Context: an optimization exercise on an open-source flow, tuned for small area, a short achievable clock period and few clock cycles per item. The choices shown serve that exercise and are no tape-out recipe. At most, simulation tests tie the RTL to the original design; equivalence was not proved. For runs 1 to 5, only the layout was checked, not whether the RTL still works. Power figures rest on the tool's default switching activity, not on a simulated workload.

===== standard.sh =====
#!/bin/bash
# synth_recipe.tcl (not shown) runs the flow's synth.tcl, then flattens the netlist and writes it again
# the make line also repeats each setting of config.mk as NAME=value (left out here)
make -C /OpenROAD-flow-scripts/flow DESIGN_CONFIG=/design/flow/config.mk WORK_HOME=/design/flow/orfs CLKGATE_MAP_FILE= SYNTH_SCRIPT=/design/flow/synth_recipe.tcl "${@:-finish}"

===== flow/run.sh =====
#!/bin/bash
# Standard layout, with timing repair asked to leave more setup slack than
# the clock needs.
set -euo pipefail
bash standard.sh SETUP_SLACK_MARGIN=30 finish > standard.log 2>&1

===== constraint.sdc =====
create_clock -name core_clock -period 40.0 [get_ports {clk}]
set_input_delay 8.0000 -clock core_clock [delete_from_list [all_inputs] [get_ports {clk}]]
set_output_delay 8.0000 -clock core_clock [all_outputs]
set_load 0.01 [all_outputs]

===== design.v =====
module iris4_scale (
    input  wire [7:0]  ex,
    input  wire [19:0] frh,       
    input  wire        frs,       
    output reg  [7:0]  scale
);
    wire [3:0]  fr = frh[19:16];  
    wire        lo = (|frh[15:0]) | frs;
    reg [7:0] e;
    reg [1:0] f;
    always @* begin
        if (fr[3:1] == 3'd0 || (fr == 4'b0010 && !lo)) begin
            e = ex - 8'd90;  f = 2'd2;                       
        end else if (fr < 4'b0101 || (fr == 4'b0101 && !lo)) begin
            e = ex - 8'd90;  f = 2'd3;                       
        end else if (fr[3:1] < 3'b100 || (fr == 4'b1000 && !lo)) begin
            e = ex - 8'd89;  f = 2'd0;                       
        end else if (fr[3:1] < 3'b111 || (fr == 4'b1110 && !lo)) begin
            e = ex - 8'd89;  f = 2'd1;                       
        end else begin
            e = ex - 8'd89;  f = 2'd2;
        end
        if (ex == 8'd0 || e[7] || (e == 8'd0 && f == 2'd0))
            scale = 8'h01;
        else
            scale = {e[5:0], f};
    end
endmodule
module iris4_quant (
    input  wire        sgn,
    input  wire [7:0]  ex,        
    input  wire [19:0] fr,        
    input  wire        frs,       
    input  wire [15:0] draw,      
    input  wire [7:0]  scale,
    input  wire [7:0]  K,         
    input  wire [1:0]  rnd,       
    output reg  [3:0]  code
);
    localparam RNE = 2'd0, RTZ = 2'd1, RSTO = 2'd2;
    wire [1:0] f  = scale[1:0];
    wire [2:0] D  = {1'b1, f};
    wire over = (ex > 8'h99) ||
                (ex == 8'h99 && ({fr, frs} > {20'h20000, 1'b0}));
    wire lt = fr[19:18] < f;
    wire [8:0] shv = {1'b0, K} - {1'b0, ex};        
    wire       shv_le0 = shv[8] || (shv == 9'd0);
    wire       shv_big = !shv[8] && (shv[7:0] > 8'd21);
    reg  [4:0]  sh;
    reg  [1:0]  u;                
    always @* begin
        if (shv_le0) begin
            sh = {4'd0, !lt};
            if (shv == 9'd0)          u = lt ? 2'd0 : 2'd1;
            else if (shv == 9'h1FF)   u = lt ? 2'd1 : 2'd2;
            else                      u = 2'd2;
        end else begin
            sh = shv_big ? 5'd21 : shv[4:0];
            u  = 2'd0;
        end
    end
    wire [20:0] A  = {ex != 8'd0, fr};
    wire [20:0] Ns = A >> sh;
    reg         st;
    integer i;
    always @* begin
        st = frs;
        for (i = 0; i < 21; i = i + 1)
            if (i < sh) st = st | A[i];
    end
    wire [4:0] T = Ns[20:16];
    reg  [1:0] keep;
    reg  [2:0] rtop;
    always @* begin
        if (T >= {2'b00, D} + {1'b0, D, 1'b0}) begin      
            keep = 2'd3;  rtop = T - ({2'b00, D} + {1'b0, D, 1'b0});
        end else if (T >= {1'b0, D, 1'b0}) begin           
            keep = 2'd2;  rtop = T - {1'b0, D, 1'b0};
        end else if (T >= {2'b00, D}) begin
            keep = 2'd1;  rtop = T - {2'b00, D};
        end else begin
            keep = 2'd0;  rtop = T[2:0];
        end
    end
    wire [2:0] X = D - rtop;
    wire [3:0] rh   = {rtop, Ns[15]};
    wire       lo0  = (Ns[14:0] == 15'd0);
    wire       ne_gt = (rh > {1'b0, D}) || (rh == {1'b0, D} && !lo0);
    wire       ne_eq = (rh == {1'b0, D}) && lo0;
    wire       up_ne = ne_gt || (ne_eq && (st || keep[0]));
    wire [18:0] Dd   = {1'b0, draw, 2'b00} + (f[0] ? {3'd0, draw} : 19'd0) +
                       (f[1] ? {2'd0, draw, 1'b0} : 19'd0);
    wire        c16  = Ns[15:0] > ~Dd[15:0];
    wire [2:0]  Dh   = Dd[18:16];
    wire        up_so = (Dh >= X) || (c16 && (Dh + 3'd1 == X));
    wire up = (rnd == RSTO) ? up_so : (rnd == RNE) ? up_ne : 1'b0;
    reg  [2:0] kr;
    reg  [3:0] halves;
    reg  [2:0] mag;
    always @* begin
        kr = {1'b0, keep} + {2'b00, up};
        case (u)
            2'd0:    halves = {1'b0, kr};
            2'd1:    halves = {kr, 1'b0};
            default: halves = {kr[1:0], 2'b00};
        endcase
        case (halves)
            4'd0:    mag = 3'd0;
            4'd1:    mag = 3'd1;
            4'd2:    mag = 3'd2;
            4'd3:    mag = 3'd3;
            4'd4:    mag = 3'd4;
            4'd6:    mag = 3'd5;
            4'd8:    mag = 3'd6;
            default: mag = 3'd7;
        endcase
        if (over)
            code = {sgn, 3'd7};
        else if (mag == 3'd0)
            code = 4'h0;
        else
            code = {sgn, mag};
    end
endmodule
module iris4_packer (
    input  wire         clk,
    input  wire         rst,
    input  wire         in_valid,
    output wire         in_ready,
    input  wire [31:0]  in_data,
    input  wire [15:0]  in_draw,
    input  wire         in_last,
    input  wire [1:0]   in_rnd,
    input  wire         in_sat,
    input  wire         in_flush,
    output wire         out_valid,
    input  wire         out_ready,
    output wire [7:0]   out_scale,
    output wire [127:0] out_codes,
    output wire [5:0]   out_nsat,
    output wire [5:0]   out_nflush,
    output wire [5:0]   out_nnan
);
    localparam integer NR  = 34;                 
    localparam integer TAP = NR - 2;             
    localparam integer W   = 47;                 
    reg  [W-1:0]  ring [0:NR-1];
    reg  [NR-1:0] rv;            
    reg  [5:0]    skip;          
    reg  [5:0]    gap;           
    reg           ready;         
    reg           blk_open;      
    reg           new0;          
    reg  [1:0]    r0_rnd;        
    reg           r0_sat;
    reg           r0_flush;
    reg  [7:0]   acc_sc;         
    reg          acc_nz;         
    reg          acc_nb;         
    reg  [5:0]   acc_nnn;        
    reg  [5:0]   acc_nov;        
    reg  [5:0]   acc_nfl;        
    reg  [1:0]   acc_rnd;
    reg          acc_done;       
    reg          acc_empty;      
    reg          d1_v;
    reg  [7:0]   d1_scale;
    reg  [1:0]   d1_rnd;
    reg  [5:0]   d1_nsat;
    reg  [5:0]   d1_nflush;
    reg  [5:0]   d1_nnan;
    reg  [7:0]   cur_scale;
    reg  [7:0]   cur_K;          
    reg  [1:0]   cur_rnd;
    reg          act;            
    reg  [4:0]   idx;
    reg          ovalid;
    reg  [7:0]   scale;
    reg  [127:0] codes;
    reg  [5:0]   nsat;
    reg  [5:0]   nflush;
    reg  [5:0]   nnan;
    assign in_ready   = ready;
    assign out_valid  = ovalid;
    assign out_scale  = scale;
    assign out_codes  = codes;
    assign out_nsat   = nsat;
    assign out_nflush = nflush;
    assign out_nnan   = nnan;
    wire         in_fire = in_valid && in_ready;
    wire [W-1:0] in_slot = {in_last, in_draw, in_data[31:3], |in_data[2:0]};
    wire [W-1:0] e0      = ring[0];
    wire         e_last  = e0[46];
    wire [7:0]   e_ex    = e0[28:21];
    wire         e_mnz   = (e0[20:1] != 20'd0) || e0[0];
    wire         e_isnan = (e_ex == 8'hFF) && e_mnz;
    wire         e_flsh  = r0_flush && (e_ex == 8'd0) && e_mnz;
    wire         e_over  = !e_isnan && ((e_ex > 8'h99) ||
                           (e_ex == 8'h99 && ({e0[20:1], e0[0]} > {20'h20000, 1'b0})));
    wire         e_nz    = !e_isnan && !e_flsh && ((e_ex != 8'd0) || e_mnz);
    wire [7:0] e_sc0, e_sc;
    iris4_scale u_scale (
        .ex    (e_ex),
        .frh   (e0[20:1]),
        .frs   (e0[0]),
        .scale (e_sc0)
    );
    assign e_sc = e_over ? 8'hFE : e_sc0;
    wire [7:0] acc_scale = acc_nb ? 8'hFF : acc_nz ? acc_sc : 8'h00;
    wire [5:0] acc_nsat  = acc_nb ? 6'd0 : acc_nov;
    wire [5:0] acc_nnan  = acc_nb ? acc_nnn : 6'd0;
    wire [W-1:0] t      = ring[TAP];
    wire         t_last = t[46];
    wire         first  = !act;
    wire [3:0] q_code;
    iris4_quant u_quant (
        .sgn   (t[29]),
        .ex    (t[28:21]),
        .fr    (t[20:1]),
        .frs   (t[0]),
        .draw  (t[45:30]),
        .scale (cur_scale),
        .K     (cur_K),
        .rnd   (cur_rnd),
        .code  (q_code)
    );
    wire [3:0] code = (cur_scale == 8'hFF) ? 4'h8 :
                      (cur_scale == 8'h00) ? 4'h0 : q_code;
    wire t_base   = rv[TAP] && (skip == 6'd0);
    wire t_sure   = t_base && (act || ((d1_v || acc_done) && !ovalid));
    wire t_cond   = t_base && !act && (d1_v || acc_done);
    wire take     = t_sure || (t_cond && out_ready);
    wire d1_take  = take && first && d1_v;
    wire acc_take = take && first && !d1_v;
    wire xfer0    = acc_done && !d1_v;
    wire xfer1    = acc_done && (act ? !d1_v : d1_v);
    wire xfer     = take ? xfer1 : xfer0;
    wire acc_free = take ? (xfer1 || (first && !d1_v)) : xfer0;
    wire [NR-2:0] rv_lo   = {rv[TAP-1:0], in_ready ? in_valid : rv[NR-1]};
    wire [5:0]    skip0   = (skip != 6'd0) ? skip - 6'd1 : rv[TAP] ? NR - 1 : 6'd0;
    wire [5:0]    skip1   = 6'd0;                
    wire [5:0]    gap0    = (gap == NR - 1) ? 6'd0 : gap + 6'd1;
    wire          accd0   = new0 ? e_last : (acc_done && !xfer0);
    wire          accd1   = new0 ? e_last : (acc_done && !(xfer1 || (first && !d1_v)));
    wire          d1v0    = xfer0 || d1_v;
    wire          d1v1    = xfer1 || (d1_v && !first);
    wire busy00 = (accd0 && d1v0);               
    wire busy01 = (accd1 && d1v1);               
    wire busy10 = (accd0 || d1v0);               
    wire busy11 = (accd1 || d1v1);
    reg  [TAP:0]  late0;
    integer p;
    always @* begin
        for (p = 0; p <= TAP; p = p + 1)
            late0[p] = rv_lo[p] && (p + skip0 >= TAP + 1);
    end
    wire nolate0 = !(|late0);                    
    wire slot00 = !rv[TAP] && (blk_open ? (gap0 == 6'd0) : nolate0);
    wire slot01 = !blk_open || (gap0 == 6'd0);   
    wire slot10 = !rv[TAP] && (in_last ? nolate0 : 1'b1);
    wire slot11 = 1'b1;
    wire rdy00 = slot00 && !busy00;
    wire rdy01 = slot01 && !busy01;
    wire rdy10 = slot10 && !(in_last ? busy10 : busy00);
    wire rdy11 = slot11 && !(in_last ? busy11 : busy01);
    wire ready_n = in_fire ? (take ? rdy11 : rdy10) : (take ? rdy01 : rdy00);
    wire [7:0] d1s0 = xfer0 ? acc_scale : d1_scale;
    wire [7:0] d1s1 = xfer1 ? acc_scale : d1_scale;
    wire [1:0] d1r0 = xfer0 ? acc_rnd   : d1_rnd;
    wire [1:0] d1r1 = xfer1 ? acc_rnd   : d1_rnd;
    wire       a_init    = acc_empty || acc_done;
    wire [7:0] acc_sc_n  = (a_init || e_sc > acc_sc) ? e_sc : acc_sc;
    wire       acc_nz_n  = (a_init ? 1'b0 : acc_nz) | e_nz;
    wire       acc_nb_n  = (a_init ? 1'b0 : acc_nb) | e_isnan | (e_over && !r0_sat);
    wire [7:0] accs_new  = acc_nb_n ? 8'hFF : acc_nz_n ? acc_sc_n : 8'h00;
    wire [7:0] accs      = new0 ? accs_new : acc_scale;
    wire [1:0] accr      = new0 ? r0_rnd : acc_rnd;
    wire [7:0] cur0 = act     ? cur_scale : d1v0 ? d1s0 : accs;
    wire [7:0] cur1 = !t_last ? cur_scale : d1v1 ? d1s1 : accs;
    wire [1:0] crn0 = act     ? cur_rnd   : d1v0 ? d1r0 : accr;
    wire [1:0] crn1 = !t_last ? cur_rnd   : d1v1 ? d1r1 : accr;
    wire [7:0] curK0 = {2'b00, cur0[7:2]} + 8'd88;
    wire [7:0] curK1 = {2'b00, cur1[7:2]} + 8'd88;
    integer i;
    always @(posedge clk) begin
        for (i = 1; i < NR; i = i + 1)
            ring[i] <= ring[i-1];
        ring[0]  <= in_ready ? in_slot : ring[NR-1];
        r0_rnd   <= in_rnd;
        r0_sat   <= in_sat;
        r0_flush <= in_flush;
        if (rst) begin
            rv       <= {NR{1'b0}};
            skip     <= 6'd0;
            gap      <= 6'd0;
            ready    <= 1'b1;
            blk_open <= 1'b0;
            new0     <= 1'b0;
            acc_done <= 1'b0;
            acc_empty <= 1'b1;
            cur_scale <= 8'd0;
            cur_K    <= 8'd88;
            cur_rnd  <= 2'd0;
            d1_v     <= 1'b0;
            act      <= 1'b0;
            idx      <= 5'd0;
            ovalid   <= 1'b0;
        end else begin
            rv       <= {rv[TAP] && !take, rv_lo};
            skip     <= take ? skip1 : skip0;
            gap      <= in_fire ? 6'd0 : gap0;
            ready    <= ready_n;
            blk_open <= in_fire ? !in_last : blk_open;
            new0     <= in_fire;
            cur_scale <= take ? cur1  : cur0;
            cur_K     <= take ? curK1 : curK0;
            cur_rnd   <= take ? crn1  : crn0;
            if (new0) begin
                acc_sc    <= acc_sc_n;
                acc_nz    <= acc_nz_n;
                acc_nb    <= acc_nb_n;
                acc_nnn   <= (a_init ? 6'd0 : acc_nnn) + {5'd0, !e_isnan};
                acc_nov   <= (a_init ? 6'd0 : acc_nov) + {5'd0, e_over};
                acc_nfl   <= (a_init ? 6'd0 : acc_nfl) + {5'd0, e_flsh};
                acc_rnd   <= r0_rnd;
                acc_done  <= e_last;
                acc_empty <= 1'b0;
            end else if (acc_free) begin
                acc_done  <= 1'b0;
                acc_empty <= 1'b1;
            end
            if (xfer) begin
                d1_v      <= 1'b1;
                d1_scale  <= acc_scale;
                d1_rnd    <= acc_rnd;
                d1_nsat   <= acc_nsat;
                d1_nflush <= acc_nfl;
                d1_nnan   <= acc_nnan;
            end else if (d1_take) begin
                d1_v <= 1'b0;
            end
            if (ovalid && out_ready)
                ovalid <= 1'b0;
            if (take) begin
                if (first) begin
                    scale   <= cur_scale;
                    nsat    <= d1_v ? d1_nsat   : acc_nsat;
                    nflush  <= d1_v ? d1_nflush : acc_nfl;
                    nnan    <= d1_v ? d1_nnan   : acc_nnan;
                end
                for (i = 0; i < 32; i = i + 1)
                    if (i == idx)
                        codes[4*i +: 4] <= code;
                    else if (first)
                        codes[4*i +: 4] <= 4'h0;
                if (t_last) begin
                    ovalid <= 1'b1;
                    act    <= 1'b0;
                    idx    <= 5'd0;
                end else begin
                    act    <= 1'b1;
                    idx    <= idx + 5'd1;
                end
            end
        end
    end
endmodule

===== config.mk =====
export PLATFORM = sky130hd
export DESIGN_NAME = iris4_packer
export DESIGN_NICKNAME = iris4_packer
export VERILOG_FILES = /design/flow/design.v
export SDC_FILE = /design/flow/constraint.sdc
export NUM_CORES = 4
export LEC_CHECK = 0
export CAP_MARGIN = 20
export CORE_MARGIN = 2
export CORE_UTILIZATION = 40
export SLEW_MARGIN = 20

==> results of run 1 <==
-- path summary, 6_finish.rpt --
check	startpoint	end	slack (ns)	cells past startpoint
setup / recovery	out_ready	cur_K[5]$_SDFF_PP0_	29.94	12
hold / removal	ring[11][22]$_DFF_P_	ring[12][22]$_DFF_P_	0.30	0
hold reg to reg	ring[11][22]$_DFF_P_	ring[12][22]$_DFF_P_	0.30	0
setup reg to reg	cur_scale[4]$_SDFFE_PP0P_	codes[59]$_SDFFCE_PN0P_	30.67	36
-- per-stage QoR --
step | hold WS, ns | total power [uW] | cells | setup slack (ns)
after floorplan | 0.310 | 3480 | 3738 | 30.05
after global placement | 0.310 | 3950 | 5618 | 28.27
after detailed placement | 0.312 | 3960 | 5618 | 28.18
after CTS | 0.305 | 5660 | 5944 | 30.00
after global routing | 0.311 | 5930 | 5944 | 29.87
final | 0.305 | 5620 | 5945 | 29.94
-- sequential cells by signal, summed over array words and instances, names as in the netlist, 5 cells and up --
register / count
scale: 8
d1_nflush: 6
acc_nfl: 6
d1_nnan: 6
codes: 128
d1_scale: 8
skip: 6
cur_K: 5
acc_nov: 6
nsat: 6
gap: 6
rv: 34
cur_scale: 8
acc_nnn: 6
nnan: 6
nflush: 6
d1_nsat: 6
acc_sc: 8
ring: 1598
idx: 5
-- power by group --
part / switching [uW] / leakage (uW) / internal [uW] / total (uW)
Clock: 699 / 0.00298 / 983 / 1680
Sequential: 143 / 0.0158 / 2350 / 2500
Combinational: 934 / 0.00615 / 504 / 1440
Total: 1780 / 0.0249 / 3840 / 5620
-- repair_timing --
item                                    4_1_cts  5_1_grt
hold endpoints to repair                      0        0
pin swaps                                     1        1
setup buffers                                 4        0
endpoints found under the setup margin      175      104
resized for setup                             6        4
-- cell type report --
class	instances	share of cell area (%)
Clock inverter	73	1.51
Clock buffer	249	8.25
Tap cell	1742	3.51
Antenna cell	1	0.00403
Timing Repair Buffer	242	3.80
Inverter	132	0.798
Sequential cell	1888	64.3
Multi-Input combinational cell	1618	17.8
-- cells in the mapped netlist, types with 12 or more instances --
cell,number,area share [%]
o21a_1,13,0.19
a21oi_1,183,1.8
a21o_1,35,0.51
a31oi_1,23,0.28
nand2_1,198,1.4
nand3_1,55,0.53
nor4_1,19,0.23
mux2i_1,50,0.97
mux2_2,81,1.8
and2_1,25,0.30
o21ai_0,81,0.78
ha_1,124,3.0
clkbuf_1,80,0.58
or2_2,14,0.17
dfxtp_1,1676,65
o22ai_1,22,0.27
xnor2_1,53,0.90
nand2b_1,24,0.29
nor2_1,251,1.8
fa_1,19,0.73
and3_1,12,0.14
xor2_1,26,0.44
edfxtp_1,212,12
inv_1,129,0.93
nor2b_1,60,0.72
nor3_1,37,0.36
nand4_1,22,0.27
-- logic make-up (layout without fill, tap and decap cells) --
group | count (synthesis) | count (layout) | share of synthesized area, %
AO/OA/AOI/OAI | 497 | 497 | 6.25
XOR/XNOR | 80 | 80 | 1.38
adder cells (fa/ha/maj) | 143 | 143 | 3.73
buffers and inverters | 232 | 696 | 1.75
flip-flops | 1888 | 1888 | 77.1
multiplexers | 131 | 131 | 2.73
other | 0 | 1 | 0
AND/OR/NAND/NOR | 767 | 767 | 7.11
-- per-layer routing --
layer | wire (microns) | part of all wire, %
met1 | 47000 | 47
met2 | 44000 | 44
met3 | 5580 | 5.6
met4 | 2630 | 2.7
met5 | 12 | 0.012
==> flow_metrics.tcl, run 1 <==
set metrics [dict create \
    drc 0 \
    hold_buffers 0 \
    hold_viol_final 0 \
    synth-warning-count 4 \
    synth_cell_types 94 \
    syn_nets 3938 \
    max_freq_mhz 99.4 \
    syn2layout_area_growth_pct 19.8 \
    grt_util_all_layers_pct 15.0 \
    grt_use_met1_pct 20.7 \
    cts.path.max_buffers 3 \
    min_period_over_period_pct 25.2 \
    crit_path_frequent_cell "ha_1" \
    hold_class "reg -> reg" \
    async_flop_share_pct 0 \
    core_area_sq_mm 0.129 \
    clk_latency_ns 0.79 \
    drive_above_1_share_pct 11.0 \
    start_kind "input pin" \
    final_max_slew_viol_count 0 \
    ff_latch_area_sq_mm 0.0399 \
    initial_core_util_pct 40.2 \
    rows 132 \
    skew_ns 0.0309 \
    die-area_sq_mm 0.132 \
    fin_nets 4256 \
    worst-slew-pin-transition_ns 0.990 \
    status "timing/DRC/antenna clean" \
    worst_ep_arrival_time_ns 10.70 \
    io_pins 213 \
    path_cells "clkdlybuf4s50_1 > nand2b_1 > a21oi_2 > or2_4 > nor2_1 > a21o_2 > a222oi_1 > o21a_1 > ha_1 > inv_1 > ha_1 > nor2b_1" \
    ant_nets 0 \
    ys_seq_elements 1888 \
    leakagePower_uw 0.0249 \
    layout_common_cells "dfxtp_1, nor2_1, edfxtp_1, clkdlybuf4s50_1, nand2_1" \
    port_buffers 212 \
    cts.sinks 1888 \
    wire_per_inst_microns 16.7 \
    antenna_found_initial 1 \
    max_cap_violations 0 \
    drt_iter0_drc 1863 \
    drt-pass1-iter-count 6 \
    path_class "in -> reg" \
    num-fill-cells 11200 \
    die_w_microns 364 \
    die_height_microns 364 \
    postLayoutCoreUtil_pct 48.1 \
    grt_pass1_vias 26700 \
    setup_viol 0 \
    post-dp-hpwl_mm 64.3 \
    synth.avg_cell_area_sq_um 13.9 \
    htreeDepth 4 \
    viasPerCell 4.57 \
    fin_setup_tns_ns 0 \
    grtUsageMet2_pct 23.0 \
    grt_pass1_wl_mm 153 \
    synthCells 3738 \
    cts_tree "done" \
    cp_slowest_cell "clkdlybuf4s50_1" \
    drt_wl_total_mm 99.2 \
    use_met3_pct 3.57 \
    vdd_drop_max_v 0.000152 \
    synth_edf_count 212 \
    place_congestion 0.871 \
    final_area_sq_mm 0.0621 \
    slowest_delay_ns 0.39 \
    rsz0062_at_grt "true" \
    required_ns 40.64 \
    cp_max_fo 11 \
    synth_flop_cell "dfxtp_1" \
    top_usage_layer "met2" \
    finalCriticalPeriod_ns 10.06 \
    clkTransAtPathRegs_ns 0.06 \
    cts-buffers-inserted 174 \
    syn_area_sq_mm 0.0518 \
    multi_input_area_sq_mm 0.0111 \
    place_area_sq_mm 0.0559 \
    num_vias 27200 \
    grt_overflow 0 \
    cts-root-buf "clkbuf_16" \
    end_kind "register" \
    final_common_cell "dfxtp_1" \
    grt_max_degree 63 \
    synth-seq-area-share_pct 77.1 \
    cp_top_family "compound AO/OA/AOI/OAI gates" \
    slew_headroom_pct 34.0 \
    power.density_mw_per_mm2 90.5 \
    cp_num_buf_inv 2 \
]
==> inputs of run 2 (changes only) <==
==> flow/run.sh (replaced) <==
#!/bin/bash
# Standard layout, with the ports buffered by a plain buffer and timing
# repair asked to leave more setup slack than the clock needs.
set -euo pipefail
export BUFFER_PORTS_ARGS="-buffer_cell sky130_fd_sc_hd__buf_2"
bash standard.sh SETUP_SLACK_MARGIN=30.5 finish > standard.log 2>&1
==> flow_metrics.tcl, run 2 <==
set metrics [dict create \
    ant_nets 0 \
    cts.sinks 1888 \
    die_w_microns 364 \
    final_common_cell "dfxtp_1" \
    synth_compound_area_share_pct 6.25 \
    path_class "reg -> out" \
    largestRegisters "ring: 1598 flops, codes: 128 flops, rv: 34 flops" \
    num_vias 27200 \
    synth_edf_count 212 \
    r2r_start "ring[32][25]$_DFF_P_" \
    grt_util_all_layers_pct 15.1 \
    max_cap_violations 0 \
    post-dp-hpwl_mm 65.4 \
    status "timing/DRC/antenna clean" \
    synth_flop_cell "dfxtp_1" \
    yosysMostFrequentCell "dfxtp_1" \
    pwr-share-comb_pct 25.8 \
    drc 0 \
    slew_headroom_pct 37.2 \
    worst_ep_arrival_time_ns 1.50 \
    cts-buffers-inserted 168 \
    synthTopCellsByArea "dfxtp_1, edfxtp_1, ha_1, nor2_1, a21oi_1" \
    io_pins 213 \
    max_freq_mhz 105 \
    final_max_slew_viol_count 0 \
    grt_pass1_vias 26600 \
    drt-pass1-iter-count 5 \
    synth-simple-area-share_pct 7.11 \
    fin_hold_ws_ns 0.295 \
    cts-root-buf "clkbuf_16" \
    finalCriticalPeriod_ns 9.50 \
    end_kind "output port" \
    leakagePower_uw 0.0246 \
    largest_reg_flops 1598 \
    synth-seq-area-share_pct 77.1 \
    syn_nets 3938 \
    start_kind "register" \
    rsz0062_at_grt "true" \
    rrSetupSlack_ns 31.07 \
    synth_top_family_by_area "simple AND/OR/NAND/NOR gates" \
    wire_per_inst_microns 16.9 \
    swShare_pct 31.6 \
    port_buffers 212 \
    r2r-end "codes[5]$_SDFFCE_PN0P_" \
    reg2reg_depth 37 \
    synth-warning-count 4 \
    grt_pass1_wl_mm 155 \
    synth-xor-area-share_pct 1.38 \
    die_height_microns 364 \
    syn_area_sq_mm 0.0518 \
    hold_viol_final 0 \
    whs_path_depth 0 \
    clkTransAtPathRegs_ns 0.06 \
    ys_seq_elements 1888 \
    slowest_delay_ns 0.52 \
    p_sw_uw 1760 \
    cts.path.max_buffers 3 \
    cp_max_fo 1 \
    cp_top_family "flip-flops" \
    initial_core_util_pct 40.2 \
    drive_above_1_share_pct 16.8 \
    htreeDepth 4 \
    synth.avg_cell_area_sq_um 13.9 \
    required_ns 32.00 \
    drt_iter0_drc 1924 \
    finalPower_uw 5560 \
    p_int_uw 3800 \
    synth_largest_area_cell "dfxtp_1" \
    rows 132 \
    fin_nets 4267 \
    synth_cell_types 94 \
    hold_end "ring[16][1]$_DFF_P_" \
    antenna_found_initial 5 \
    pwr-share-seq_pct 45.0 \
    layout_common_cells "dfxtp_1, nor2_1, edfxtp_1, buf_2, nand2_1" \
    drt_wl_total_mm 100 \
    clk_latency_ns 0.79 \
    hold_buffers 0 \
    hold_class "reg -> reg" \
    power_frac_clock_pct 29.2 \
    synth_top_area_share_pct 64.8 \
    viasPerCell 4.57 \
    cts_tree "done" \
    grt_overflow 0 \
    async_flop_share_pct 0 \
    regMostFlops "ring" \
    synthAdderAreaFrac_pct 3.73 \
    path_cells "buf_2" \
    syn2layout_area_growth_pct 18.0 \
    dp_slack_ns 28.99 \
    hold_start "ring[15][1]$_DFF_P_" \
    fin_setup_tns_ns 0 \
    synth_common_cells "dfxtp_1, nor2_1, edfxtp_1, nand2_1, a21oi_1" \
    grt_max_degree 63 \
    synthMuxAreaShare_pct 2.73 \
    worst-slew-pin-transition_ns 0.941 \
    fin_ws_ns 30.50 \
    synthCells 3738 \
    vdd_drop_max_v 0.000107 \
    cp_num_buf_inv 1 \
    die-area_sq_mm 0.132 \
    place_congestion 0.885 \
    setup_viol 0 \
    skew_ns 0.0374 \
    power.density_mw_per_mm2 90.9 \
    cp_slowest_cell "edfxtp_1" \
    min_period_over_period_pct 23.8 \
    core_area_sq_mm 0.129 \
]
-- run 2: cell counts after synthesis --
Identical to the previous run, type by type.
-- run 2: cell families after synthesis --
logic type                 Yosys count
and+or+nand+nor                    767
buffers and inverters              232
AOI/OAI and AO/OA                  497
xor gates and xnor gates            80
adders and majority gates          143
DFF                               1888
muxes                              131
-- run 2: worst max-delay path by stage --
stage	from	endpoint	slack [ns]	cells after the start
6_report	scale[6]$_DFFE_PP_	out_scale[6]	30.50	1
5_1_grt	scale[6]$_DFFE_PP_	out_scale[6]	30.42	1
4_1_cts	scale[6]$_DFFE_PP_	out_scale[6]	30.42	1
3_5_place_dp	out_ready	cur_K[5]$_SDFF_PP0_	28.99	13
3_3_place_gp	out_ready	cur_K[5]$_SDFF_PP0_	29.06	13
2_1_floorplan	out_ready	cur_K[5]$_SDFF_PP0_	30.15	11
-- run 2: metal layers --
| metal | vias up | wire length [microns] | GRT usage, % |
|---|---|---|---|
| li1 | 13300 | - | - |
| met1 | 13000 | 48300 | 21.3 |
| met2 | 725 | 43800 | 23.0 |
| met3 | 154 | 5630 | 3.11 |
| met4 | 2 | 2650 | 5.55 |
| met5 | - | 11 | 0 |
-- run 2: cell type report --
type,count,area (sq um)
flip-flops and latches,1888,39900
clock inverters,65,940
fillers,11200,67800
clock buffers,245,4890
repair buffers,257,1430
diodes,2,5.00
inverters,132,495
multi-input cells,1620,11300
well taps,1742,2180
-- run 2: what timing repair did --
action | 4_1_cts | 5_1_grt
pin swaps | 2 | 10
gates cloned | 1 | 1
endpoints found under the hold margin | 0 | 0
buffers inserted | 4 | 16
resized for setup | 8 | 29
endpoints found under the setup margin | 326 | 238
-- run 2: power groups by stage --
stage,Sequential (uW),Combinational (uW),Clock [uW]
after global placement,2530,1390,0
after floorplan,2460,1010,0
final,2500,1430,1620
after CTS,2510,1410,1670
after detailed placement,2540,1400,0
after global routing,2550,1570,1750
-- run 2: stage by stage --
step,std cells,cell area (sq um),util (%)
3_3_place_gp,5617,55000,42.6
5_1_grt,5949,61200,47.4
2_1_floorplan,3738,52000,-
6_report,5951,61200,47.4
4_1_cts,5932,60900,47.2
3_5_place_dp,5617,55000,42.6
==> inputs of run 3 (changes only) <==
--- a/config.mk
+++ b/config.mk
@@ -9,3 +9,5 @@
 export CORE_MARGIN = 2
 export CORE_UTILIZATION = 40
+export CTS_CLUSTER_DIAMETER = 90
+export CTS_CLUSTER_SIZE = 28
 export SLEW_MARGIN = 20
==> flow_metrics.tcl, run 3 <==
set metrics [dict create \
    rsz0062_at_grt "true" \
    final_common_cell "dfxtp_1" \
    path_class "in -> reg" \
    min_period_over_period_pct 23.8 \
    place_congestion 0.885 \
    setup_viol 0 \
    drive_above_1_share_pct 13.1 \
    grt_pass1_vias 25300 \
    slew_headroom_pct 37.2 \
    skew_ns 0.0399 \
    max_cap_violations 0 \
    end_kind "register" \
    rows 132 \
    cts.path.max_buffers 3 \
    core_area_sq_mm 0.129 \
    synthCells 3738 \
    synth_cell_types 94 \
    hold_buffers 0 \
    htreeDepth 3 \
    port_buffers 212 \
    drt_iter0_drc 2045 \
    die-area_sq_mm 0.132 \
    synth-seq-area-share_pct 77.1 \
    syn_area_sq_mm 0.0518 \
    stdcell_count 5748 \
    antenna_found_initial 6 \
    final_max_slew_viol_count 0 \
    fin_setup_tns_ns 0 \
    syn_nets 3938 \
    worst_ep_arrival_time_ns 10.10 \
    cts_tree "done" \
    clk_latency_ns 0.72 \
    finalCriticalPeriod_ns 9.51 \
    vdd_drop_max_v 0.000108 \
    die_w_microns 364 \
    cts-root-buf "clkbuf_16" \
    fin_nets 4178 \
    largestRegisters "ring: 1598 flops, codes: 128 flops, rv: 34 flops" \
    synthTopCellsByArea "dfxtp_1, edfxtp_1, ha_1, nor2_1, a21oi_1" \
    max_freq_mhz 105 \
    dp.cells 5617 \
    die_height_microns 364 \
    wire_per_inst_microns 17.0 \
    place_area_sq_mm 0.0550 \
    synth.avg_cell_area_sq_um 13.9 \
    async_flop_share_pct 0 \
    ant_nets 0 \
    cts-buffers-inserted 79 \
    regMostFlops "ring" \
    syn2layout_area_growth_pct 11.1 \
    postLayoutCoreUtil_pct 44.6 \
    status "timing/DRC/antenna clean" \
    hold_viol_final 0 \
    synth-warning-count 4 \
    final_area_sq_mm 0.0576 \
    num-fill-cells 11500 \
    io_pins 213 \
    yosysMostFrequentCell "dfxtp_1" \
    required_ns 40.59 \
    hold_class "reg -> reg" \
    num_vias 26500 \
    post-dp-hpwl_mm 65.4 \
    synth_flop_cell "dfxtp_1" \
    clkTransAtPathRegs_ns 0.10 \
    initial_core_util_pct 40.2 \
    synth_largest_area_cell "dfxtp_1" \
    drt_wl_total_mm 98.0 \
    cts.sinks 1888 \
    synth_common_cells "dfxtp_1, nor2_1, edfxtp_1, nand2_1, a21oi_1" \
    leakagePower_uw 0.0228 \
    ys_seq_elements 1888 \
    power.density_mw_per_mm2 84.3 \
    grt_util_all_layers_pct 14.7 \
    grt_pass1_wl_mm 150 \
    drt-pass1-iter-count 5 \
    drc 0 \
    synth_edf_count 212 \
    largest_reg_flops 1598 \
    grt_max_degree 63 \
    worst-slew-pin-transition_ns 0.941 \
    synth_top_area_share_pct 64.8 \
    cp_max_fo 7 \
    start_kind "input pin" \
    viasPerCell 4.62 \
    layout_common_cells "dfxtp_1, nor2_1, edfxtp_1, buf_2, nand2_1" \
    grt_overflow 0 \
]
## run 3: path summary, 6_finish.rpt
check                       start                  endpoint  depth (start not counted)  slack [ns]
max                     out_ready       cur_K[5]$_SDFF_PP0_                         12       30.49
min           ring[4][16]$_DFF_P_       ring[5][16]$_DFF_P_                          0        0.31
max reg2reg  ring[32][25]$_DFF_P_  codes[109]$_SDFFCE_PN0P_                         37       31.02
min reg2reg   ring[4][16]$_DFF_P_       ring[5][16]$_DFF_P_                          0        0.31
## run 3: power breakdown
group          leakage, uW  total (uW)  switching [uW]  internal (uW)
Clock              0.00110         927             550            378
Sequential          0.0158        2490             144           2350
Combinational      0.00597        1430             918            517
Total               0.0228        4860            1610           3240
## run 3: logic make-up after synthesis
family	synth area share [%]
simple gates	7.11
compound gates	6.25
buf+inv	1.75
mux	2.73
fa+ha+maj	3.73
flops	77.1
xor+xnor	1.38
## run 3: critical path: stages
cell,delay (ns)
buf_4,0.13
nand2b_4,0.15
a21oi_4,0.16
or2_4,0.16
nor2_2,0.06
a21o_4,0.24
a222oi_1,0.34
o21a_1,0.24
ha_2,0.18
inv_1,0.04
ha_1,0.26
nor2b_1,0.13
## run 3: repair_timing
item                                    CTS  global route
endpoints found under the setup margin  319           234
hold endpoints to repair                  0             0
setup buffers                             6            14
pin swaps                                 3             7
resized for setup                         8            27
cloned                                    1             1
## run 3: metrics by stage
step / hold slack [ns] / power (uW) / setup WS (ns)
final: 0.308 / 4860 / 30.49
after global routing: 0.312 / 5140 / 30.46
after CTS: 0.307 / 4870 / 30.47
after detailed placement: 0.312 / 3930 / 28.99
after global placement: 0.310 / 3920 / 29.06
after floorplan: 0.310 / 3480 / 30.15
## run 3: cell type report
cell class	count	area, sq um	share of cell area [%]
sequential	1888	39900	69.3
antenna	1	2.50	0.00435
multi-input combinational	1620	11300	19.6
timing repair buffer	257	1430	2.49
tap	1742	2180	3.79
clock buffer	96	2060	3.58
inverter	132	499	0.867
clock inverter	12	219	0.380
## run 3: layer usage
metal,global-route usage (%),routed length [microns]
met3,2.26,5200
met4,5.00,2680
met5,0,11
met1,21.1,47900
met2,22.5,42200
==> inputs of run 4 (changes only) <==
--- a/config.mk
+++ b/config.mk
@@ -10,4 +10,4 @@
 export CORE_UTILIZATION = 40
 export CTS_CLUSTER_DIAMETER = 90
-export CTS_CLUSTER_SIZE = 28
+export CTS_CLUSTER_SIZE = 24
 export SLEW_MARGIN = 20
==> flow_metrics.tcl, run 4 <==
set metrics [dict create \
    cts.path.max_buffers 3 \
    fin_ws_ns 30.54 \
    clk_latency_ns 0.72 \
    crit_start "scale[6]$_DFFE_PP_" \
    synth_common_cells "dfxtp_1, nor2_1, edfxtp_1, nand2_1, a21oi_1" \
    die-area_sq_mm 0.132 \
    final_common_cell "dfxtp_1" \
    hold_class "reg -> reg" \
    path_class "reg -> out" \
    clkTransAtPathRegs_ns 0.10 \
    grt_overflow 0 \
    antenna_found_initial 5 \
    fin_nets 4190 \
    rows 132 \
    synth_largest_area_cell "dfxtp_1" \
    max_freq_mhz 106 \
    vdd_drop_max_v 0.000110 \
    cp_slowest_cell "edfxtp_1" \
    synth_top_area_share_pct 64.8 \
    dp_slack_ns 28.99 \
    largest_reg_flops 1598 \
    required_ns 32.00 \
    drc 0 \
    place_congestion 0.885 \
    final_max_slew_viol_count 0 \
    min_period_over_period_pct 23.7 \
    hold_viol_final 0 \
    synth-warning-count 4 \
    finalCriticalPeriod_ns 9.46 \
    syn_nets 3938 \
    yosysMostFrequentCell "dfxtp_1" \
    cts.sinks 1888 \
    cts-buffers-inserted 91 \
    synth.avg_cell_area_sq_um 13.9 \
    cp_max_fo 1 \
    max_cap_violations 0 \
    cts-root-buf "clkbuf_16" \
    synth_compound_area_share_pct 6.25 \
    synth_top_family_by_area "simple AND/OR/NAND/NOR gates" \
    drt-pass1-iter-count 5 \
    r2r_start "ring[32][25]$_DFF_P_" \
    path_cells "buf_2" \
    synth_flop_cell "dfxtp_1" \
    synth_cell_types 94 \
    hold_start "ring[31][11]$_DFF_P_" \
    leakagePower_uw 0.0230 \
    setup_viol 0 \
    grt_max_degree 63 \
    grt_pass1_vias 25500 \
    worst_ep_arrival_time_ns 1.46 \
    num_vias 26600 \
    syn2layout_area_growth_pct 11.9 \
    port_buffers 212 \
    skew_ns 0.0442 \
    synthTopCellsByArea "dfxtp_1, edfxtp_1, ha_1, nor2_1, a21oi_1" \
    drive_above_1_share_pct 13.5 \
    cp_top_family "flip-flops" \
    drt_iter0_drc 1909 \
    viasPerCell 4.62 \
    drt_wl_total_mm 98.1 \
    syn_area_sq_mm 0.0518 \
    worst-slew-pin-transition_ns 0.947 \
    ant_nets 0 \
    synthAdderAreaFrac_pct 3.73 \
    fin_setup_tns_ns 0 \
    cp_num_buf_inv 1 \
    die_w_microns 364 \
    postLayoutCoreUtil_pct 44.9 \
    synth-xor-area-share_pct 1.38 \
    rsz0062_at_grt "true" \
    core_area_sq_mm 0.129 \
    synth_edf_count 212 \
    slew_headroom_pct 36.8 \
    ys_seq_elements 1888 \
    status "timing/DRC/antenna clean" \
    wire_per_inst_microns 17.0 \
    initial_core_util_pct 40.2 \
    cts_tree "done" \
    end_kind "output port" \
    die_height_microns 364 \
    synth-simple-area-share_pct 7.11 \
    layout_common_cells "dfxtp_1, nor2_1, edfxtp_1, buf_2, nand2_1" \
    post-dp-hpwl_mm 65.4 \
    synthMuxAreaShare_pct 2.73 \
    largestRegisters "ring: 1598 flops, codes: 128 flops, rv: 34 flops" \
    htreeDepth 3 \
    synth-seq-area-share_pct 77.1 \
    regMostFlops "ring" \
    slowest_delay_ns 0.54 \
    power.density_mw_per_mm2 84.9 \
    synthCells 3738 \
    start_kind "register" \
    io_pins 213 \
    grt_util_all_layers_pct 14.7 \
    grt_pass1_wl_mm 151 \
    async_flop_share_pct 0 \
]
==> run 4: through the flow <==
step           cells  cell area, sq um  hold slack, ns  power, uW
5_1_grt         5763             57900           0.326       5210
3_5_place_dp    5617             55000           0.312       3930
6_report        5764             57900           0.317       4920
2_1_floorplan   3738             52000           0.310       3480
3_3_place_gp    5617             55000           0.310       3920
4_1_cts         5748             57700           0.317       4940
==> run 4: logic make-up (layout without fill, tap and decap cells) <==
logic type | Yosys count | in the layout
DFF | 1888 | 1888
and+or+nand+nor | 767 | 768
AOI/OAI and AO/OA | 497 | 497
buffers and inverters | 232 | 514
adders and majority gates | 143 | 143
muxes | 131 | 131
xor gates and xnor gates | 80 | 80
other | 0 | 1
==> run 4: path summary, 6_finish.rpt <==
check | endpoint | slack [ns] | depth (start not counted)
worst max register to register | codes[5]$_SDFFCE_PN0P_ | 31.04 | 37
worst max-delay path | out_scale[6] | 30.54 | 1
worst min-delay path | ring[32][11]$_DFF_P_ | 0.32 | 0
worst min register to register | ring[32][11]$_DFF_P_ | 0.32 | 0
==> run 4: routing by layer <==
metal	wire (microns)	GRT usage [%]	part of all wire [%]
met5	13	0	0.013
met4	2480	5.14	2.5
met3	5030	2.14	5.1
met2	42400	22.5	43
met1	48100	21.3	49
==> run 4: power breakdown <==
part	switching (uW)	internal, uW	leakage, uW
clock network	564	429	0.00126
logic	917	517	0.00598
registers	145	2350	0.0158
total	1630	3300	0.0230
==> run 4: repair_timing <==
| item | CTS | global route |
|---|---|---|
| gates resized for setup | 8 | 32 |
| buffers inserted | 6 | 15 |
| hold buffers | 0 | 0 |
| hold endpoints to repair | 0 | 0 |
| endpoints found under the setup margin | 320 | 228 |
| cloned | 1 | 0 |
| pin swaps | 3 | 12 |
==> run 4: layout make-up <==
cell class | instances | area [sq um]
timing repair buffer | 258 | 1440
clock inverter | 14 | 258
sequential | 1888 | 39900
multi-input combinational | 1619 | 11300
tap | 1742 | 2180
fill | 11500 | 71000
clock buffer | 110 | 2360
inverter | 132 | 499
antenna | 1 | 2.50
==> inputs of run 5 (changes only) <==
--- a/flow/run.sh
+++ b/flow/run.sh
@@ -4,3 +4,3 @@
 set -euo pipefail
 export BUFFER_PORTS_ARGS="-buffer_cell sky130_fd_sc_hd__buf_2"
-bash standard.sh SETUP_SLACK_MARGIN=30.5 finish > standard.log 2>&1
+bash standard.sh SETUP_SLACK_MARGIN=31 finish > standard.log 2>&1
--- a/config.mk
+++ b/config.mk
@@ -9,5 +9,5 @@
 export CORE_MARGIN = 2
 export CORE_UTILIZATION = 40
-export CTS_CLUSTER_DIAMETER = 90
-export CTS_CLUSTER_SIZE = 24
+export CTS_CLUSTER_DIAMETER = 60
+export CTS_CLUSTER_SIZE = 30
 export SLEW_MARGIN = 20
==> flow_metrics.tcl, run 5 <==
set metrics [dict create \
    yosysMostFrequentCell "dfxtp_1" \
    antenna_found_initial 6 \
    final_max_slew_viol_count 10 \
    cts.sinks 1888 \
    syn_nets 3938 \
    drt-pass1-iter-count 6 \
    grt_util_all_layers_pct 14.9 \
    cts_tree "done" \
    synth_edf_count 212 \
    synth_cell_types 94 \
    end_kind "register" \
    ys_seq_elements 1888 \
    synth_flop_cell "dfxtp_1" \
    largestRegisters "ring: 1598 flops, codes: 128 flops, rv: 34 flops" \
    syn_area_sq_mm 0.0518 \
    rrSetupSlack_ns 31.29 \
    start_kind "input pin" \
    path_class "in -> reg" \
    async_flop_share_pct 0 \
    min_period_over_period_pct 23.5 \
    crit_start "out_ready" \
    post-dp-hpwl_mm 66.0 \
    clk_latency_ns 0.73 \
    num_vias 27100 \
    synth-seq-area-share_pct 77.1 \
    num-fill-cells 11300 \
    drc 0 \
    grt_pass1_wl_mm 153 \
    rsz0062_at_grt "true" \
    power.density_mw_per_mm2 88.8 \
    initial_core_util_pct 40.2 \
    syn2layout_area_growth_pct 16.2 \
    ant_nets 0 \
    status "finished with violations" \
    regMostFlops "ring" \
    finalCriticalPeriod_ns 9.41 \
    dp.cells 5614 \
    synthCells 3738 \
    fin_setup_tns_ns 0 \
    die_w_microns 364 \
    final_common_cell "dfxtp_1" \
    clkTransAtPathRegs_ns 0.10 \
    cts-buffers-inserted 99 \
    cp_max_fo 3 \
    leakagePower_uw 0.0239 \
    largest_reg_flops 1598 \
    crit_path_end "cur_K[5]$_SDFF_PP0_" \
    synth.avg_cell_area_sq_um 13.9 \
    fin_nets 4238 \
    worst_ep_arrival_time_ns 10.00 \
    drive_above_1_share_pct 17.3 \
    cts-root-buf "clkbuf_16" \
    hold_class "reg -> reg" \
    setup_viol 0 \
    layout_common_cells "dfxtp_1, nor2_1, edfxtp_1, buf_2, nand2_1" \
    wire_per_inst_microns 17.4 \
    place_congestion 0.900 \
    grt_max_degree 64 \
    grt_overflow 0 \
    skew_ns 0.0316 \
    drt_wl_total_mm 102 \
    vdd_drop_max_v 0.0000933 \
    port_buffers 212 \
    stdcell_count 5856 \
    grt_pass1_vias 26100 \
    hold_viol_final 0 \
    r2r-end "codes[61]$_SDFFCE_PN0P_" \
    synth_common_cells "dfxtp_1, nor2_1, edfxtp_1, nand2_1, a21oi_1" \
    worst-slew-pin-transition_ns 2.02 \
    die-area_sq_mm 0.132 \
    io_pins 213 \
    viasPerCell 4.63 \
    synth-warning-count 4 \
    slew_headroom_pct -34.6 \
    die_height_microns 364 \
    cts.path.max_buffers 3 \
    reg2reg_depth 37 \
    core_area_sq_mm 0.129 \
    drt_iter0_drc 2105 \
    synth_largest_area_cell "dfxtp_1" \
    rows 132 \
    required_ns 40.59 \
    synthTopCellsByArea "dfxtp_1, edfxtp_1, ha_1, nor2_1, a21oi_1" \
    htreeDepth 3 \
    so_faults "max-capacitance violations, max-slew violations" \
    r2r_start "cur_scale[3]$_SDFFE_PP0P_" \
    synth_top_area_share_pct 64.8 \
    max_cap_violations 1 \
    max_freq_mhz 106 \
]
## run 5: cell count changes in the layout (fill, tap and decap cells not counted), sizes merged
cell / previous run / this run
buf: 256 / 285
inv: 135 / 161
nand2: 198 / 204
clkbuf: 112 / 120
clkinv: 10 / 25
clkinvlp: 1 / 5
nor2: 253 / 254
bufinv: 0 / 3
## run 5: metrics by stage
stage               area [sq um]  utilization, %  hold WS, ns  total power [uW]  setup WS [ns]
CTS                        59200            45.9        0.304              5160          30.56
finish                     60200            46.7        0.296              5350          30.59
floorplan                  52100               -        0.310              3480          30.15
global route               60200            46.7        0.293              5640          30.54
detailed placement         55100            42.7        0.312              3930          29.05
global placement           55100            42.7        0.310              3920          28.99
## run 5: layout make-up
cell class / instances / area [sq um] / share of cell area [%]
flip-flops and latches: 1888 / 39900 / 66.4
multi-input cells: 1626 / 11800 / 19.6
clock buffers: 114 / 2680 / 4.45
well taps: 1742 / 2180 / 3.62
repair buffers: 291 / 2150 / 3.58
clock inverters: 62 / 922 / 1.53
inverters: 132 / 499 / 0.830
diodes: 1 / 2.50 / 0.00416
## run 5: layer usage
metal / up-vias / routed length [microns] / track usage, %
met5: - / 26 / 0
met4: 4 / 3220 / 5.82
met3: 166 / 5640 / 2.56
met2: 734 / 46300 / 23.7
met1: 13000 / 46700 / 20.4
li1: 13200 / - / -
## run 5: worst min-delay path by stage
| stage | startpoint | endpoint | depth (start not counted) |
|---|---|---|---|
| 2_1_floorplan | ring[9][0]$_DFF_P_ | ring[10][0]$_DFF_P_ | 0 |
| 3_3_place_gp | ring[28][25]$_DFF_P_ | ring[29][25]$_DFF_P_ | 0 |
| 3_5_place_dp | ring[16][16]$_DFF_P_ | ring[17][16]$_DFF_P_ | 0 |
| 4_1_cts | ring[30][8]$_DFF_P_ | ring[31][8]$_DFF_P_ | 0 |
| 5_1_grt | ring[30][8]$_DFF_P_ | ring[31][8]$_DFF_P_ | 0 |
| 6_report | ring[30][8]$_DFF_P_ | ring[31][8]$_DFF_P_ | 0 |
## run 5: cell families (layout without fill, tap and decap cells)
family / Yosys count / in the layout / share of synthesized area (%)
AOI/OAI and AO/OA: 497 / 497 / 6.25
xor gates and xnor gates: 80 / 80 / 1.38
adders and majority gates: 143 / 143 / 3.73
buffers and inverters: 232 / 599 / 1.75
DFF: 1888 / 1888 / 77.1
muxes: 131 / 131 / 2.73
other: 0 / 1 / 0
and+or+nand+nor: 767 / 775 / 7.11
## run 5: where the power goes
part           total [uW]  internal (uW)  switching, uW
combinational        1660            607           1050
sequential           2500           2350            146
clock                1190            543            650
## run 5: worst max-delay path, cell delays in order
cell and delay [ns]:
buf_6 0.09, nand2b_4 0.16, a21oi_4 0.19, or2_4 0.19, nor2_4 0.06, a21o_4 0.21, a222oi_1 0.34, o21a_1 0.24
ha_4 0.15, inv_2 0.04, ha_4 0.21, nor2b_1 0.12
## run 5: what timing repair did
item	in CTS	in global routing
buffers inserted	21	30
setup endpoints to repair	480	456
hold buffers	0	0
gates resized for setup	82	106
pin swaps	17	38
cloned	2	12
==> inputs of run 6 (changes only) <==
--- a/design.v
+++ b/design.v
@@ -163,5 +163,4 @@
     reg  [1:0]   acc_rnd;
     reg          acc_done;       
-    reg          acc_empty;      
     reg          d1_v;
     reg  [7:0]   d1_scale;
@@ -269,9 +268,12 @@
     wire [1:0] d1r0 = xfer0 ? acc_rnd   : d1_rnd;
     wire [1:0] d1r1 = xfer1 ? acc_rnd   : d1_rnd;
-    wire       a_init    = acc_empty || acc_done;
-    wire [7:0] acc_sc_n  = (a_init || e_sc > acc_sc) ? e_sc : acc_sc;
-    wire       acc_nz_n  = (a_init ? 1'b0 : acc_nz) | e_nz;
-    wire       acc_nb_n  = (a_init ? 1'b0 : acc_nb) | e_isnan | (e_over && !r0_sat);
-    wire [7:0] accs_new  = acc_nb_n ? 8'hFF : acc_nz_n ? acc_sc_n : 8'h00;
+    wire [7:0] acc_sc_n  = new0 ? ((acc_done || e_sc > acc_sc) ? e_sc : acc_sc) :
+                           acc_free ? 8'd0 : acc_sc;
+    wire       acc_nz_n  = new0 ? ((acc_done ? 1'b0 : acc_nz) | e_nz) : (!acc_free && acc_nz);
+    wire       acc_nb_n  = new0 ? ((acc_done ? 1'b0 : acc_nb) | e_isnan | (e_over && !r0_sat)) :
+                           (!acc_free && acc_nb);
+    wire [7:0] accs_new  = ((acc_done ? 1'b0 : acc_nb) | e_isnan | (e_over && !r0_sat)) ? 8'hFF :
+                           ((acc_done ? 1'b0 : acc_nz) | e_nz) ?
+                           ((acc_done || e_sc > acc_sc) ? e_sc : acc_sc) : 8'h00;
     wire [7:0] accs      = new0 ? accs_new : acc_scale;
     wire [1:0] accr      = new0 ? r0_rnd : acc_rnd;
@@ -298,8 +300,13 @@
             new0     <= 1'b0;
             acc_done <= 1'b0;
-            acc_empty <= 1'b1;
+            acc_sc   <= 8'd0;
+            acc_nz   <= 1'b0;
+            acc_nb   <= 1'b0;
             cur_scale <= 8'd0;
             cur_K    <= 8'd88;
             cur_rnd  <= 2'd0;
+            acc_nnn  <= 6'd0;
+            acc_nov  <= 6'd0;
+            acc_nfl  <= 6'd0;
             d1_v     <= 1'b0;
             act      <= 1'b0;
@@ -316,17 +323,18 @@
             cur_K     <= take ? curK1 : curK0;
             cur_rnd   <= take ? crn1  : crn0;
+            acc_sc <= acc_sc_n;
+            acc_nz <= acc_nz_n;
+            acc_nb <= acc_nb_n;
             if (new0) begin
-                acc_sc    <= acc_sc_n;
-                acc_nz    <= acc_nz_n;
-                acc_nb    <= acc_nb_n;
-                acc_nnn   <= (a_init ? 6'd0 : acc_nnn) + {5'd0, !e_isnan};
-                acc_nov   <= (a_init ? 6'd0 : acc_nov) + {5'd0, e_over};
-                acc_nfl   <= (a_init ? 6'd0 : acc_nfl) + {5'd0, e_flsh};
-                acc_rnd   <= r0_rnd;
-                acc_done  <= e_last;
-                acc_empty <= 1'b0;
+                acc_nnn  <= (acc_done ? 6'd0 : acc_nnn) + {5'd0, !e_isnan};
+                acc_nov  <= (acc_done ? 6'd0 : acc_nov) + {5'd0, e_over};
+                acc_nfl  <= (acc_done ? 6'd0 : acc_nfl) + {5'd0, e_flsh};
+                acc_rnd  <= r0_rnd;
+                acc_done <= e_last;
             end else if (acc_free) begin
-                acc_done  <= 1'b0;
-                acc_empty <= 1'b1;
+                acc_done <= 1'b0;
+                acc_nnn  <= 6'd0;
+                acc_nov  <= 6'd0;
+                acc_nfl  <= 6'd0;
             end
             if (xfer) begin
==> run.sh (new file) <==
#!/bin/bash
# synth_recipe.tcl (not shown) runs the flow's synth.tcl, then flattens the netlist and writes it again
# the make line also repeats each setting of config.mk as NAME=value (left out here)
make -C /OpenROAD-flow-scripts/flow DESIGN_CONFIG=/design/flow/config.mk WORK_HOME=/design/flow/orfs CLKGATE_MAP_FILE= SYNTH_SCRIPT=/design/flow/synth_recipe.tcl finish
--- a/config.mk
+++ b/config.mk
@@ -9,5 +9,3 @@
 export CORE_MARGIN = 2
 export CORE_UTILIZATION = 40
-export CTS_CLUSTER_DIAMETER = 60
-export CTS_CLUSTER_SIZE = 30
 export SLEW_MARGIN = 20
removed: flow/run.sh
removed: standard.sh
==> flow_metrics.tcl, run 6 <==
set metrics [dict create \
    wire_per_inst_microns 16.6 \
    final_common_cell "dfxtp_1" \
    synth_largest_area_cell "dfxtp_1" \
    port_buffers 212 \
    largest_reg_flops 1598 \
    hold_end "ring[22][2]$_DFF_P_" \
    clk_latency_ns 0.78 \
    worst-slew-pin-transition_ns 1.05 \
    crit_path_frequent_cell "ha_1" \
    syn_area_sq_mm 0.0516 \
    synthTopCellsByArea "dfxtp_1, edfxtp_1, ha_1, nor2_1, a21oi_1" \
    slowest_delay_ns 0.66 \
    post_cts_buffers 0 \
    cp_max_fo 32 \
    synth_top_area_share_pct 66.0 \
    die-area_sq_mm 0.132 \
    whs_path_depth 0 \
    fin_ws_ns 29.37 \
    cts.path.max_buffers 3 \
    r2r-end "codes[19]$_SDFFCE_PN0P_" \
    ys_seq_elements 1887 \
    die_w_microns 363 \
    end_kind "register" \
    setup_viol 0 \
    hold_viol_final 0 \
    yosysMostFrequentCell "dfxtp_1" \
    drt_wl_total_mm 97.3 \
    cp_slowest_cell "a21oi_1" \
    rsz0062_at_grt "false" \
    skew_ns 0.0268 \
    synth_edf_count 184 \
    synth-warning-count 4 \
    cp_num_buf_inv 2 \
    grt_overflow 0 \
    hold_start "ring[21][2]$_DFF_P_" \
    cts_tree "done" \
    reg2reg_depth 33 \
    slew_headroom_pct 29.6 \
    largestRegisters "ring: 1598 flops, codes: 128 flops, rv: 34 flops" \
    die_height_microns 363 \
    syn_nets 3980 \
    postLayoutCoreUtil_pct 48.0 \
    rows 131 \
    fin_nets 4272 \
    layout_common_cells "dfxtp_1, nor2_1, clkdlybuf4s50_1, nand2_1, edfxtp_1" \
    rrSetupSlack_ns 29.37 \
    grt_max_degree 64 \
    hold_buffers 0 \
    max_cap_violations 0 \
    clkTransAtPathRegs_ns 0.06 \
    cts_resized 0 \
    vdd_drop_max_v 0.000142 \
    final_area_sq_mm 0.0613 \
    power_frac_clock_pct 28.9 \
    drive_above_1_share_pct 10.2 \
    place_congestion 0.886 \
    synth_flop_cell "dfxtp_1" \
    required_ns 40.50 \
    p_int_uw 3820 \
    syn2layout_area_growth_pct 18.8 \
    drt_iter0_drc 1834 \
    ant_nets 0 \
    initial_core_util_pct 40.4 \
    pwr-share-seq_pct 45.0 \
    p_sw_uw 1790 \
    io_pins 213 \
    cp_top_family "compound AO/OA/AOI/OAI gates" \
    synth-seq-area-share_pct 76.7 \
    swShare_pct 31.9 \
    fin_setup_tns_ns 0 \
    cts-root-buf "clkbuf_16" \
    grt_util_all_layers_pct 14.7 \
    synth_common_cells "dfxtp_1, nor2_1, nand2_1, edfxtp_1, a21oi_1" \
    dp_slack_ns 28.65 \
    place_area_sq_mm 0.0556 \
    synth.avg_cell_area_sq_um 13.7 \
    core_area_sq_mm 0.128 \
    pwr-share-comb_pct 26.1 \
    leakagePower_uw 0.0250 \
    start_kind "register" \
    viasPerCell 4.61 \
    finalCriticalPeriod_ns 10.63 \
    htreeDepth 4 \
    antenna_found_initial 3 \
    post-dp-hpwl_mm 63.4 \
    r2r_start "cur_scale[3]$_SDFFE_PP0P_" \
    cts.sinks 1887 \
    cts-buffers-inserted 170 \
    synth_cell_types 102 \
    drc 0 \
    power.density_mw_per_mm2 91.5 \
    num_vias 27100 \
    hold_class "reg -> reg" \
    worst_ep_arrival_time_ns 11.12 \
    min_period_over_period_pct 26.6 \
    grt_pass1_wl_mm 152 \
    path_class "reg -> reg" \
    drt-pass1-iter-count 6 \
    final_max_slew_viol_count 0 \
    max_freq_mhz 94.1 \
    grt_pass1_vias 26700 \
    regMostFlops "ring" \
    status "timing/DRC/antenna clean" \
    synthCells 3778 \
    async_flop_share_pct 0 \
]
-- run 6: how the worst max path moves through the flow --
stage | startpoint | end | slack [ns] | cells after the start
after CTS | cur_scale[3]$_SDFFE_PP0P_ | codes[19]$_SDFFCE_PN0P_ | 29.46 | 33
after detailed placement | out_ready | cur_K[5]$_SDFF_PP0_ | 28.65 | 14
after global routing | cur_scale[3]$_SDFFE_PP0P_ | codes[11]$_SDFFCE_PN0P_ | 28.86 | 33
after global placement | out_ready | cur_K[5]$_SDFF_PP0_ | 28.65 | 14
final | cur_scale[3]$_SDFFE_PP0P_ | codes[19]$_SDFFCE_PN0P_ | 29.37 | 33
after floorplan | out_ready | nflush[0]$_DFFE_PP_ | 29.22 | 9
-- run 6: power groups by stage --
stage | logic, uW | clock network (uW) | registers (uW)
global placement | 1440 | 0 | 2560
detailed placement | 1450 | 0 | 2570
global route | 1610 | 1740 | 2580
CTS | 1450 | 1670 | 2540
floorplan | 1060 | 0 | 2480
finish | 1460 | 1620 | 2530
-- run 6: kinds of logic after synthesis --
group           after synthesis  synth area share, %
compound gates              516                 6.53
buf+inv                     254                 1.97
xor+xnor                     71                 1.20
simple gates                784                 7.17
flops                      1887                 76.7
fa+ha+maj                   145                 3.79
mux                         121                 2.62
-- run 6: routing by layer --
layer  GRT usage (%)  vias up  routed length [microns]
met5               0        -                        0
met4            5.76        0                     2570
met3            3.18      178                     5070
met2            22.8      690                    42900
met1            20.2    12900                    46700
li1                -    13400                        -
-- run 6: final cells by class --
type / count / area, sq um
Antenna cell: 2 / 5.00
Clock buffer: 245 / 4970
Clock inverter: 69 / 793
Fill cell: 11100 / 66500
Inverter: 136 / 510
Multi-Input combinational cell: 1637 / 11000
Sequential cell: 1887 / 39600
Tap cell: 1662 / 2080
Timing Repair Buffer: 238 / 2310
-- run 6: worst reg2reg max path: cells and delay by family, from the launching register on --
family / cells / cell delay (ns)
fa+ha+maj: 5 / 1.56
simple gates: 10 / 2.35
compound gates: 13 / 4.05
buf+inv: 2 / 0.61
flops: 1 / 0.57
mux: 3 / 1.18
-- run 6: metrics by stage --
stage,instances,total power (uW),hold WS [ns]
after floorplan,3778,3540,0.310
after global placement,5560,4000,0.310
after detailed placement,5560,4010,0.312
after CTS,5874,5660,0.312
after global routing,5874,5930,0.315
final,5876,5610,0.308
Testbench counts of run 6, summed over its fixed seeds: cycles 61,642, blocks 2,048.

re-timing with driven ports:
In the flow no input, the clock included, has a driving cell. The finished layouts below were timed again as built, in two steps.
Step 1 assumes that a clkbuf_16 drives the clock port and a buf_2 every other input.
Step 2 times the ports against the registers' clock, not the clock port: input delays grow and output delays shrink by t, the midpoint of the rising clock arrivals with the driver on.
a / b / c = ideal / step 1 / step 2; a / b = the first two.
run | t, ns | setup slack, ns | worst setup path at the end | worst register clock-pin slew, ns | worst data-port slew with drivers (ns)
run 1 | 0.844 | 29.936 / 29.985 / 29.141 | input to register | 0.07 / 0.07 | 0.05
run 2 | 0.837 | 30.499 / 30.433 / 29.734 | input to register | 0.07 / 0.07 | 0.11
run 3 | 0.769 | 30.488 / 30.451 / 29.762 | input to register | 0.11 / 0.11 | 0.11
run 4 | 0.762 | 30.538 / 30.473 / 29.810 | input to register | 0.10 / 0.10 | 0.10
run 5 | 0.783 | 30.592 / 30.533 / 29.842 | input to register | 0.10 / 0.10 | 0.13
run 6 | 0.837 | 29.372 / 29.372 / 28.585 | input to register | 0.07 / 0.07 | 0.08
The setup slack of run 1, which loses most, moves by +0.049 ns with the drivers and by -0.795 ns with both steps.
